This design comes from an exercise in tuning for small area, a short achievable clock period and few clock cycles per item on the open sky130 flow, not from production work. Only simulation tests tie the RTL to the original design; equivalence was not proved.

==> flow/design.v, too long to show whole: its modules and the start of the top module <==
// module maccol: 6749 lines
// module maccol_fa: 4 lines
module maccol (
    input  wire         clk,
    input  wire         rst,           
    input  wire         in_valid,
    output wire         in_ready,
    input  wire         int4,
    input  wire [255:0] a,
    input  wire [255:0] b,
    input  wire [31:0]  acc_in,
    output reg          out_valid,
    output reg  [31:0]  acc_out,
    output reg          acc_sat
);
  // ...
==> flow/run.sh <==
#!/bin/bash
# synth_recipe.tcl (not shown) runs the flow's synth.tcl, then flattens the netlist and writes it again
# the make line also repeats each setting of config.mk as NAME=value (left out here)
make -C /OpenROAD-flow-scripts/flow DESIGN_CONFIG=/design/flow/config.mk WORK_HOME=/design/flow/orfs CLKGATE_MAP_FILE= SYNTH_SCRIPT=/design/flow/synth_recipe.tcl finish
==> flow/config.mk <==
export PLATFORM = sky130hd
export DESIGN_NAME = maccol
export DESIGN_NICKNAME = maccol
export VERILOG_FILES = /design/flow/design.v
export SDC_FILE = /design/flow/constraint.sdc
export NUM_CORES = 4
export LEC_CHECK = 0
export CAP_MARGIN = 20
export CORE_MARGIN = 2
export CORE_UTILIZATION = 50
export SLEW_MARGIN = 20
export SYNTH_HIERARCHICAL = 1
==> flow/constraint.sdc <==
create_clock -name core_clock -period 20.0 [get_ports {clk}]
set_input_delay 4.0000 -clock core_clock [delete_from_list [all_inputs] [get_ports {clk}]]
set_output_delay 4.0000 -clock core_clock [all_outputs]
set_load 0.01 [all_outputs]
==> impl_metrics.tcl, run 1 <==
set metrics [dict create \
    grt_usage_pct 52.9 \
    synthTopCellsByCount "fa_1, nand2_1, dfxtp_1, clkbuf_1, and2_1" \
    nets 8532 \
    rrSetupSlack_ns 13.98 \
    post-cts-setup-buffers 0 \
    worst_slew_pin_slew_ns 1.35 \
    wl_met1_mm 117 \
    fp.dieH_um 376 \
    status "timing/DRC/antenna clean" \
    clk_share_pct 3.74 \
    drv_slew 0 \
    cpMostUsedCell "fa_1" \
    hold_start "r6004$_DFF_P_" \
    drv_cap 0 \
    slew_headroom_pct 10.0 \
    dr.first_iter.drc_count 8142 \
    synth.area.top_cells "fa_1, dfxtp_1, nand2_1" \
    worstReg2RegStart "ra[17]$_DFF_P_" \
    buffer_area_share_pct 7.42 \
    ys.flop_type "dfxtp_1" \
    gp_congestion 1.23 \
    wl_per_cell_um 47.4 \
    largestRegisters "ra x256, rb x256" \
    hold_path_depth 0 \
    dpl.hpwl_mm 318 \
]
Testbench counts, summed over its fixed seeds: cycles 32,032, items 32,000.
==> run 2, diff against run 1 <==
==> flow/flow/run.sh (new file) <==
#!/bin/bash
# The standard layout, with the port buffers made from the smallest plain
# buffer (every input and output port still gets its own buffer).
set -euo pipefail
export BUFFER_PORTS_ARGS="-buffer_cell sky130_fd_sc_hd__buf_1"
bash standard.sh > orfs_make.log 2>&1
==> flow/standard.sh (new file) <==
#!/bin/bash
# synth_recipe.tcl (not shown) runs the flow's synth.tcl, then flattens the netlist and writes it again
# the make line also repeats each setting of config.mk as NAME=value (left out here)
make -C /OpenROAD-flow-scripts/flow DESIGN_CONFIG=/design/flow/config.mk WORK_HOME=/design/flow/orfs CLKGATE_MAP_FILE= SYNTH_SCRIPT=/design/flow/synth_recipe.tcl "${@:-finish}"
removed: flow/run.sh
==> impl_metrics.tcl, run 2 <==
set metrics [dict create \
    post-route-period-util_pct 32.6 \
    dieWidth_um 376 \
    vias_per_cell 6.34 \
    setup_tns_ns 0 \
    max_stage_delay_ns 0.95 \
    critPathKind "register to register" \
    cp_data_required_time_ns 20.62 \
    fp.dieH_um 376 \
    nets 8537 \
    grt_pass1_vias 51716 \
    gp_congestion 1.19 \
    synth_area_mm2 0.0693 \
    crit_fanout 8 \
    area_growth_pct 8.42 \
    ctsHoldBuffers 0 \
    rsz0062_at_grt "false" \
    dpl.hpwl_mm 327 \
    ios 583 \
    synth.area.top_cells "fa_1, dfxtp_1, nand2_1" \
    gr-total-overflow 0 \
    antenna_found_initial 18 \
    yosysWarnings 7 \
    cts.repair.resized 0 \
    hold_start "r6005$_DFF_P_" \
    cpMaxStageDelayCell "dfxtp_1" \
    finalSetupViolCount 0 \
    final_common_cell "fa_1" \
    synth-seq-area-share_pct 22.1 \
    synth_cells 5683 \
    yosys.area.top_type "fa_1" \
    crit_path_end_kind "register" \
    crit_path_start_kind "register" \
    fillCellCount 11781 \
    skew_ns 0.0780 \
    critPathTopFamily "adder cells" \
    hold_path_depth 0 \
    ys_ff_latch 767 \
    drive_gt1_share_pct 3.12 \
    synth_edf_count 0 \
    rrSetupSlack_ns 13.48 \
    synthTopCellsByCount "fa_1, nand2_1, dfxtp_1, clkbuf_1, and2_1" \
    clkLatencyLatePin_ns 0.79 \
    hp-class "register to register" \
    fin_crit_ns 6.52 \
    worst_slew_pin_slew_ns 1.26 \
    htree_num_levels 3 \
    rows 136 \
    ff2ff_path_depth 9 \
    clockBufferDepth 3 \
    dr.first_iter.drc_count 7563 \
    worstReg2RegEnd "r6083$_DFF_P_" \
    post-route-util_pct 54.7 \
    synth_cell_type_count 51 \
    cts_tree "built" \
    timing.fmax_mhz 153 \
    netlist.area_leader.share_pct 59.4 \
    finalHoldWorstSlack_ns 0.328 \
    core_area_mm2 0.137 \
    worstReg2RegStart "ra[4]$_DFF_P_" \
    layout_common_cells "fa_1, nand2_1, dfxtp_1" \
    largestRegisters "ra x256, rb x256" \
    dieArea_mm2 0.142 \
    path_cells "nand2_1, fa_1, fa_1, fa_1, fa_1, fa_1, fa_1, fa_1, fa_1" \
    port_buffers 581 \
    yosysMostFrequentCell "fa_1" \
    root_buffer "clkbuf_16" \
    cpMostUsedCell "fa_1" \
    drv_cap 0 \
    first_pass_iters 6 \
    path_clk_slew_ns 0.06 \
    syn-num-nets 8327 \
    worst-path-buf-inv 0 \
    ys.flop_type "dfxtp_1" \
    drtAntennaViolNets 0 \
    wl_per_cell_um 47.9 \
    drcViolationCount 0 \
    numCtsBuffers 85 \
    finalHoldViolations 0 \
    status "timing/DRC/antenna clean" \
    grt_max_degree 57 \
    routed_wl_mm 372 \
    drv_slew 0 \
    post-cts-setup-buffers 0 \
    cp_data_arrival_time_ns 7.14 \
    vias 49229 \
    syn_area_per_cell_um2 12.2 \
    grt_usage_pct 53.7 \
    hold_end "r6500$_DFF_P_" \
    start_util_pct 50.4 \
    synth-async-reset-ratio_pct 0 \
    slew_headroom_pct 15.8 \
    cts_sinks 767 \
    grt_pass1_wl_mm 484 \
]
run 2: worst max path at each step:
stage,slack (ns),to,startpoint,cells past startpoint
6_report,13.48,r6083$_DFF_P_,ra[4]$_DFF_P_,9
3_5_place_dp,13.75,r6083$_DFF_P_,ra[4]$_DFF_P_,9
4_1_cts,13.74,r6083$_DFF_P_,ra[4]$_DFF_P_,9
5_1_grt,13.56,r6083$_DFF_P_,ra[4]$_DFF_P_,9
2_1_floorplan,15.37,r6038$_DFF_P_,rb[139]$_DFF_P_,10
3_3_place_gp,13.70,r6083$_DFF_P_,ra[4]$_DFF_P_,9
run 2: cells by family after synthesis:
family                     Yosys count  synth area share [%]
xor gates and xnor gates            27                 0.341
muxes                                2                0.0325
DFF                                767                  22.1
AOI/OAI and AO/OA                   88                 0.819
buffers and inverters              548                  2.97
other                                1               0.00541
and+or+nand+nor                   2154                  13.6
adders and majority gates         2096                  60.1
run 2: Yosys stat by module (local to each module, per instance):
| module | flops+latches | cells inside | times used |
|---|---|---|---|
| maccol_fa | 0 | 1 | 2058 |
| maccol | 767 | 3625 | 1 |
run 2: worst reg2reg max path, delay by kind of cell (launching register included):
family	cells	cell delay [ns]
flops	1	0.95
simple gates	1	0.66
fa+ha+maj	8	4.78
run 2: stage by stage:
stage,cells,setup WS (ns),area (um^2)
floorplan,5683,15.37,69300
global placement,7600,13.70,72100
detailed placement,7600,13.75,72100
CTS,7757,13.74,75200
global route,7758,13.56,75200
finish,7763,13.48,75200
run 2: metal layers:
metal  global-route usage (%)  wire (um)  up-vias
met5                    0.103         94        -
met4                     42.4      39400       14
met3                     25.5      58200     1122
met2                     73.3     150000     4839
met1                     65.1     124000    26008
li1                         -          -    17246
run 2: area by class of cell:
type                            count  area (um^2)  share of cell area [%]
Multi-Input combinational cell   4368        51900                    69.1
Inverter                           84          315                   0.419
Antenna cell                        6         15.0                  0.0200
Timing Repair Buffer              587         2230                    2.96
Clock inverter                     46          722                   0.960
Clock buffer                      111         2380                    3.16
Sequential cell                   767        15400                    20.4
Tap cell                         1794         2240                    2.99

-- separate check: timing with driven ports --
No port has a modelled driver above. Below, the same layouts with a new extraction and two added sets of constraints.
Step 1 (the two cells are an assumption about what drives the block):
set clk [get_ports {clk}]
set_driving_cell -lib_cell sky130_fd_sc_hd__clkbuf_16 $clk
set_driving_cell -lib_cell sky130_fd_sc_hd__buf_2 [delete_from_list [all_inputs] $clk]
Step 2 moves the port delays by t, midway between the first and last clock arrival at a register: inputs arrive t later, outputs are due t later. That takes back most of the time a late clock gives input paths.
a / b / c = ideal ports / drivers / drivers and shift; a / b = the first two.
run | shift t [ns] | setup slack, ns | hold slack, ns
run 1 | 0.826 | 13.976 / 13.976 / 13.976 | 0.326 / 0.326 / 0.326
run 2 | 0.836 | 13.482 / 13.482 / 13.482 | 0.328 / 0.328 / 0.328
After both steps setup and hold are still met in every run listed.
